Source: an optimization exercise on an open RTL-to-GDS flow (aim: small area, a short achievable clock period and few clock cycles per item). Production flows keep margins and buffers that such runs may drop. Only simulation tests tie the RTL to the original design; equivalence was not proved.

==> inputs of job 6647 <==
==> flow/design.v <==
module aes_sb_in (
    input  wire [7:0] a,
    output wire [7:0] c,
    output wire [3:0] d
);
    function automatic [3:0] gf4_mul(input [3:0] a, input [3:0] b);
        reg [6:0] c;
        begin
            c[0] = a[0]&b[0];
            c[1] = (a[1]&b[0]) ^ (a[0]&b[1]);
            c[2] = (a[2]&b[0]) ^ (a[1]&b[1]) ^ (a[0]&b[2]);
            c[3] = (a[3]&b[0]) ^ (a[2]&b[1]) ^ (a[1]&b[2]) ^ (a[0]&b[3]);
            c[4] = (a[3]&b[1]) ^ (a[2]&b[2]) ^ (a[1]&b[3]);
            c[5] = (a[3]&b[2]) ^ (a[2]&b[3]);
            c[6] = a[3]&b[3];
            gf4_mul = {c[3]^c[6], c[2]^c[5]^c[6], c[1]^c[4]^c[5], c[0]^c[4]};
        end
    endfunction
    assign c = {a[5] ^ a[7], a[1] ^ a[4] ^ a[6] ^ a[7], a[2] ^ a[3], a[1] ^ a[5] ^ a[7], a[3] ^ a[4], a[2], a[2] ^ a[5] ^ a[6] ^ a[7], a[0] ^ a[2] ^ a[5] ^ a[7]};
    wire [3:0] ch = c[7:4];
    wire [3:0] cl = c[3:0];
    assign d = {ch[0] ^ ch[1] ^ ch[2], ch[1] ^ ch[2], ch[0] ^ ch[1], ch[2] ^ ch[3]} ^ {cl[3], cl[1] ^ cl[3], cl[2], cl[0] ^ cl[2]} ^ gf4_mul(ch, cl);
endmodule
module aes_sb_mid (
    input  wire [7:0] c,
    input  wire [3:0] d,
    output wire [7:0] ci
);
    function automatic [3:0] gf4_mul(input [3:0] a, input [3:0] b);
        reg [6:0] c;
        begin
            c[0] = a[0]&b[0];
            c[1] = (a[1]&b[0]) ^ (a[0]&b[1]);
            c[2] = (a[2]&b[0]) ^ (a[1]&b[1]) ^ (a[0]&b[2]);
            c[3] = (a[3]&b[0]) ^ (a[2]&b[1]) ^ (a[1]&b[2]) ^ (a[0]&b[3]);
            c[4] = (a[3]&b[1]) ^ (a[2]&b[2]) ^ (a[1]&b[3]);
            c[5] = (a[3]&b[2]) ^ (a[2]&b[3]);
            c[6] = a[3]&b[3];
            gf4_mul = {c[3]^c[6], c[2]^c[5]^c[6], c[1]^c[4]^c[5], c[0]^c[4]};
        end
    endfunction
    function automatic [3:0] gf4_inv(input [3:0] d);
        begin
            gf4_inv[0] = d[0] ^ d[1] ^ d[2] ^ (d[0]&d[2]) ^ (d[1]&d[2]) ^ (d[0]&d[1]&d[2]) ^ d[3] ^ (d[1]&d[2]&d[3]);
            gf4_inv[1] = (d[0]&d[1]) ^ (d[0]&d[2]) ^ (d[1]&d[2]) ^ d[3] ^ (d[1]&d[3]) ^ (d[0]&d[1]&d[3]);
            gf4_inv[2] = (d[0]&d[1]) ^ d[2] ^ (d[0]&d[2]) ^ d[3] ^ (d[0]&d[3]) ^ (d[0]&d[2]&d[3]);
            gf4_inv[3] = d[1] ^ d[2] ^ d[3] ^ (d[0]&d[3]) ^ (d[1]&d[3]) ^ (d[2]&d[3]) ^ (d[1]&d[2]&d[3]);
        end
    endfunction
    wire [3:0] di = gf4_inv(d);
    assign ci = {gf4_mul(c[7:4], di), gf4_mul(c[7:4] ^ c[3:0], di)};
endmodule
module aes_sb_out (
    input  wire [7:0] ci,
    output wire [7:0] y
);
    assign y = {ci[1] ^ ci[2] ^ ci[3], ci[4] ^ ci[5] ^ ci[6], ci[1] ^ ci[2] ^ ci[5] ^ ci[6], ci[0] ^ ci[3] ^ ci[4], ci[0] ^ ci[1] ^ ci[2] ^ ci[3] ^ ci[6], ci[0] ^ ci[2] ^ ci[3] ^ ci[5] ^ ci[6] ^ ci[7], ci[0] ^ ci[1] ^ ci[4], ci[0] ^ ci[1] ^ ci[2] ^ ci[3] ^ ci[5] ^ ci[7]} ^ 8'h63;
endmodule
module aes_sbox (
    input  wire [7:0] a,
    output wire [7:0] y
);
    wire [7:0] c, ci;
    wire [3:0] d;
    aes_sb_in  u_in  (.a(a), .c(c), .d(d));
    aes_sb_mid u_mid (.c(c), .d(d), .ci(ci));
    aes_sb_out u_out (.ci(ci), .y(y));
endmodule
module aes256_enc (
    input  wire         clk,
    input  wire         rst,         
    input  wire         in_valid,
    output wire         in_ready,
    input  wire [255:0] in_key,
    input  wire [127:0] in_data,
    output wire         out_valid,
    input  wire         out_ready,
    output wire [127:0] out_data
);
    reg [127:0] s0;              
    reg [127:0] s1_c;            
    reg [63:0]  s1_d;            
    reg [127:0] s2;              
    reg [127:0] ka0, ka1, ka2;
    reg [127:0] kb0, kb1, kb2;
    reg [31:0]  kc1;             
    reg [15:0]  kd1;
    reg [31:0]  kc2;
    reg         v0, v1, v2;      
    reg         p0, p1, p2;      
    reg         h0, h1, h2;      
    reg [3:0]   r0, r1, r2;      
    reg [1:0]   t0, t1, t2;      
    reg [1:0]   tag_in;          
    reg [1:0]   tag_out;         
    reg         ovalid;
    reg [127:0] obuf;
    reg oflag;
    assign out_valid = oflag;
    assign out_data  = obuf;
    genvar i, c, r;
    wire [127:0] ark = s0 ^ ka0;
    wire [127:0] c_n;
    wire [63:0]  d_n;
    wire [31:0]  kc_n;
    wire [15:0]  kd_n;
    generate
        for (i = 0; i < 16; i = i + 1) begin : g_in
            aes_sb_in u (.a(ark[127-8*i -: 8]), .c(c_n[127-8*i -: 8]), .d(d_n[63-4*i -: 4]));
        end
        for (i = 0; i < 4; i = i + 1) begin : g_kin
            aes_sb_in u (.a(kb0[31-8*i -: 8]), .c(kc_n[31-8*i -: 8]), .d(kd_n[15-4*i -: 4]));
        end
    endgenerate
    wire [127:0] ci_n;
    wire [31:0]  kci_n;
    generate
        for (i = 0; i < 16; i = i + 1) begin : g_mid
            aes_sb_mid u (.c(s1_c[127-8*i -: 8]), .d(s1_d[63-4*i -: 4]), .ci(ci_n[127-8*i -: 8]));
        end
        for (i = 0; i < 4; i = i + 1) begin : g_kmid
            aes_sb_mid u (.c(kc1[31-8*i -: 8]), .d(kd1[15-4*i -: 4]), .ci(kci_n[31-8*i -: 8]));
        end
    endgenerate
    wire [127:0] sb, sr, mc;
    wire [31:0]  ksub;
    generate
        for (i = 0; i < 16; i = i + 1) begin : g_out
            aes_sb_out u (.ci(s2[127-8*i -: 8]), .y(sb[127-8*i -: 8]));
        end
        for (i = 0; i < 4; i = i + 1) begin : g_kout
            aes_sb_out u (.ci(kc2[31-8*i -: 8]), .y(ksub[31-8*i -: 8]));
        end
        for (c = 0; c < 4; c = c + 1) begin : g_shift_col
            for (r = 0; r < 4; r = r + 1) begin : g_shift_row
                assign sr[127-8*(4*c+r) -: 8] = sb[127-8*(4*((c+r)%4)+r) -: 8];
            end
        end
        for (c = 0; c < 4; c = c + 1) begin : g_mix
            wire [7:0] a0 = sr[127-32*c    -: 8];
            wire [7:0] a1 = sr[127-32*c-8  -: 8];
            wire [7:0] a2 = sr[127-32*c-16 -: 8];
            wire [7:0] a3 = sr[127-32*c-24 -: 8];
            wire [7:0] x0 = {a0[6:0], 1'b0} ^ (a0[7] ? 8'h1b : 8'h00);
            wire [7:0] x1 = {a1[6:0], 1'b0} ^ (a1[7] ? 8'h1b : 8'h00);
            wire [7:0] x2 = {a2[6:0], 1'b0} ^ (a2[7] ? 8'h1b : 8'h00);
            wire [7:0] x3 = {a3[6:0], 1'b0} ^ (a3[7] ? 8'h1b : 8'h00);
            assign mc[127-32*c    -: 8] = x0 ^ x1 ^ a1 ^ a2 ^ a3;
            assign mc[127-32*c-8  -: 8] = a0 ^ x1 ^ x2 ^ a2 ^ a3;
            assign mc[127-32*c-16 -: 8] = a0 ^ a1 ^ x2 ^ x3 ^ a3;
            assign mc[127-32*c-24 -: 8] = x0 ^ a0 ^ a1 ^ a2 ^ x3;
        end
    endgenerate
    wire [7:0]  rcon = r2[0] ? (8'h01 << r2[3:1]) : 8'h00;
    wire [31:0] p_0 = ka2[127:96] ^ {rcon, 24'h000000};
    wire [31:0] p_1 = p_0 ^ ka2[95:64];
    wire [31:0] p_2 = p_1 ^ ka2[63:32];
    wire [31:0] p_3 = p_2 ^ ka2[31:0];
    wire [127:0] k_next = {p_0 ^ ksub, p_1 ^ ksub, p_2 ^ ksub, p_3 ^ ksub};
    reg  free, write_out, out_park, enter;
    wire [1:0] tag_out_n = tag_out + {1'b0, write_out};
    wire       ovalid_n  = write_out || (ovalid && !out_ready);
    wire       turn_n    = (t1 == tag_out_n) && !ovalid_n;
    wire       fin_n     = v1 && !p1 && (r1 == 4'd14);
    wire       opark_n   = v1 && p1 && h1 && turn_n;
    wire       wout_n    = (fin_n && turn_n) || opark_n;
    wire accept = free && in_valid;
    reg ready;
    assign in_ready = ready;
    wire [127:0] result = (sr & {128{!out_park}}) ^ kb2;
    wire [127:0] obuf_d;
    wire         ready_d;
    wire         oflag_d;
    aes_hold128 u_obuf_d (
        .load(write_out), .a(result), .q(obuf), .d(obuf_d),
        .v1(v1), .wout_n(wout_n), .ready_d(ready_d),
        .wout(write_out), .ovalid(oflag), .out_ready(out_ready), .ovalid_d(oflag_d)
    );
    always @(posedge clk) begin
        s1_c <= c_n;
        s1_d <= d_n;
        ka1  <= ka0;
        kb1  <= kb0;
        kc1  <= r0[0] ? {kc_n[23:0], kc_n[31:24]} : kc_n;
        kd1  <= r0[0] ? {kd_n[11:0], kd_n[15:12]} : kd_n;
        p1   <= p0;
        h1   <= h0;
        r1   <= r0;
        t1   <= t0;
        s2   <= ci_n;
        ka2  <= ka1;
        kb2  <= kb1;
        kc2  <= kci_n;
        p2   <= p1;
        h2   <= h1;
        r2   <= r1;
        t2   <= t1;
        s0   <= free ? in_data          : mc;
        ka0  <= free ? in_key[255:128]  : (enter ? result : kb2);
        kb0  <= free ? in_key[127:0]    : (p2 ? ka2 : k_next);
        r0   <= free ? 4'd1             : r2 + 4'd1;
        p0   <= !free && (p2 || enter);
        h0   <= p2 && !h2;
        t0   <= free ? tag_in           : t2;
        obuf <= obuf_d;
        if (rst) begin
            v0      <= 1'b0;
            v1      <= 1'b0;
            v2      <= 1'b0;
            ovalid  <= 1'b0;
            tag_in  <= 2'd0;
            tag_out <= 2'd0;
            free      <= 1'b1;
            ready     <= 1'b1;
            oflag     <= 1'b0;
            write_out <= 1'b0;
            out_park  <= 1'b0;
            enter     <= 1'b0;
        end else begin
            free      <= !v1 || wout_n;
            ready     <= ready_d;
            oflag     <= oflag_d;
            write_out <= wout_n;
            out_park  <= opark_n;
            enter     <= fin_n && !turn_n;
            v1      <= v0;
            v2      <= v1;
            v0      <= free ? in_valid : v2;
            ovalid  <= ovalid_n;
            if (accept)
                tag_in <= tag_in + 2'd1;
            if (write_out)
                tag_out <= tag_out + 2'd1;
        end
    end
endmodule
module aes_hold128 (
    input  wire         load,
    input  wire [127:0] a,
    input  wire [127:0] q,
    output wire [127:0] d,
    input  wire         v1,
    input  wire         wout_n,
    output wire         ready_d,
    input  wire         wout,
    input  wire         ovalid,
    input  wire         out_ready,
    output wire         ovalid_d
);
    assign d       = load ? a : q;
    assign ready_d = !v1 || wout_n;
    assign ovalid_d = wout || (ovalid && !out_ready);
endmodule
==> flow/flow/run.sh <==
#!/bin/bash
# The standard layout, with the port buffers that the placement step inserts
# on every input and output made sky130_fd_sc_hd__buf_2 (the default picks a
# delay cell). Everything else is the standard flow's own flow (standard.sh).
set -euo pipefail
export BUFFER_PORTS_ARGS="-buffer_cell sky130_fd_sc_hd__buf_2"
bash standard.sh > standard.log 2>&1
==> flow/standard.sh <==
#!/bin/bash
# synth_recipe.tcl (not shown) runs the flow's synth.tcl, then flattens the netlist and writes it again
# the make line also repeats each setting of config.mk as NAME=value (left out here)
make -C /OpenROAD-flow-scripts/flow DESIGN_CONFIG=/design/flow/config.mk WORK_HOME=/design/flow/orfs CLKGATE_MAP_FILE= SYNTH_SCRIPT=/design/flow/synth_recipe.tcl "${@:-finish}"
==> flow/config.mk <==
export PLATFORM = sky130hd
export DESIGN_NAME = aes256_enc
export DESIGN_NICKNAME = aes256_enc
export VERILOG_FILES = /design/flow/design.v
export SDC_FILE = /design/flow/constraint.sdc
export NUM_CORES = 4
export LEC_CHECK = 0
export CAP_MARGIN = 20
export CELL_PAD_IN_SITES_DETAIL_PLACEMENT = 0
export CELL_PAD_IN_SITES_GLOBAL_PLACEMENT = 1
export CORE_MARGIN = 2
export CORE_UTILIZATION = 55
export CTS_CLUSTER_DIAMETER = 80
export CTS_CLUSTER_SIZE = 25
export PLACE_DENSITY = 0.7
export SETUP_SLACK_MARGIN = 4.7
export SLEW_MARGIN = 20
export SYNTH_HIERARCHICAL = 1
export SYNTH_MINIMUM_KEEP_SIZE = 100
==> flow/constraint.sdc <==
create_clock -name core_clock -period 7.0 [get_ports {clk}]
set_input_delay 1.4000 -clock core_clock [delete_from_list [all_inputs] [get_ports {clk}]]
set_output_delay 1.4000 -clock core_clock [all_outputs]
set_load 0.01 [all_outputs]
==> inputs of job 3728, as changes to job 6647 <==
--- a/flow/design.v
+++ b/flow/design.v
@@ -95,8 +95,7 @@
     reg [1:0]   tag_out;         
     reg         ovalid;
     reg [127:0] obuf;
-    reg oflag;
-    assign out_valid = oflag;
+    assign out_valid = ovalid;
     assign out_data  = obuf;
     genvar i, c, r;
     wire [127:0] ark = s0 ^ ka0;
@@ -165,17 +164,10 @@
     wire       opark_n   = v1 && p1 && h1 && turn_n;
     wire       wout_n    = (fin_n && turn_n) || opark_n;
     wire accept = free && in_valid;
-    reg ready;
-    assign in_ready = ready;
+    assign in_ready = free;
     wire [127:0] result = (sr & {128{!out_park}}) ^ kb2;
     wire [127:0] obuf_d;
-    wire         ready_d;
-    wire         oflag_d;
-    aes_hold128 u_obuf_d (
-        .load(write_out), .a(result), .q(obuf), .d(obuf_d),
-        .v1(v1), .wout_n(wout_n), .ready_d(ready_d),
-        .wout(write_out), .ovalid(oflag), .out_ready(out_ready), .ovalid_d(oflag_d)
-    );
+    aes_hold128 u_obuf_d (.load(write_out), .a(result), .q(obuf), .d(obuf_d));
     always @(posedge clk) begin
         s1_c <= c_n;
         s1_d <= d_n;
@@ -211,15 +203,11 @@
             tag_in  <= 2'd0;
             tag_out <= 2'd0;
             free      <= 1'b1;
-            ready     <= 1'b1;
-            oflag     <= 1'b0;
             write_out <= 1'b0;
             out_park  <= 1'b0;
             enter     <= 1'b0;
         end else begin
             free      <= !v1 || wout_n;
-            ready     <= ready_d;
-            oflag     <= oflag_d;
             write_out <= wout_n;
             out_park  <= opark_n;
             enter     <= fin_n && !turn_n;
@@ -238,16 +226,7 @@
     input  wire         load,
     input  wire [127:0] a,
     input  wire [127:0] q,
-    output wire [127:0] d,
-    input  wire         v1,
-    input  wire         wout_n,
-    output wire         ready_d,
-    input  wire         wout,
-    input  wire         ovalid,
-    input  wire         out_ready,
-    output wire         ovalid_d
-);
-    assign d       = load ? a : q;
-    assign ready_d = !v1 || wout_n;
-    assign ovalid_d = wout || (ovalid && !out_ready);
-endmodule
+    output wire [127:0] d
+);
+    assign d = load ? a : q;
+endmodule
- SETUP_SLACK_MARGIN: 4.7 -> 4.5
==> qor summary <==
| metric | job 3728 | job 6647 |
|---|---|---|
| Result of the run | finished clean | finished clean |
| Core footprint | 133000 sq um | 131000 sq um |
| Global-route wire length before repair | 329000 microns | 341000 microns |
| Initial drt markers | 4415 | 4659 |
| Largest net degree at the start of global routing | 193 | 100 |
| Slowest cell on the critical path | dfxtp_4 | dfxtp_2 |
| Endpoint of the most critical setup path | in_ready | out_data[52] |
| Final clock period utilization by the worst path | 0.372 | 0.372 |
| Share of cells above drive strength 1 | 0.212 | 0.287 |
| Met1 usage in global routing | 0.449 | 0.475 |
| Die outline height | 370 microns | 368 microns |
| Xor/xnor share of the synthesized area | 0.334 | 0.339 |
| Syn Inst Count | 7709 | 7555 |
Testbench counts of job 6647, summed over its fixed seeds: cycles 28,912, blocks 2,048.
Testbench counts of job 3728, summed over its fixed seeds: cycles 28,912, blocks 2,048.

-- port drivers added, routing unchanged --
The results above use ideal ports. As a check the final layouts listed here were re-extracted and re-timed, cells and wires unchanged.
Step 1: set_driving_cell puts a clkbuf_16 on clk and a buf_2 on each other input, an assumption about the parent block.
Step 2, shift: input delay + t, output delay - t, t = (earliest + latest rising clock arrival at the registers) / 2. This alone moves slack from input paths to output paths.
Slacks: ideal ports / drivers / drivers and shift; pairs: ideal ports / drivers.
run	shift t [ns]	setup slack, ns	hold WS [ns]
job 6647	0.784	4.398 / 4.313 / 4.461	0.319 / 0.319 / 0.319
job 3728	0.774	4.398 / 4.316 / 4.404	0.318 / 0.318 / 0.318
After both steps every run listed still meets setup and hold.
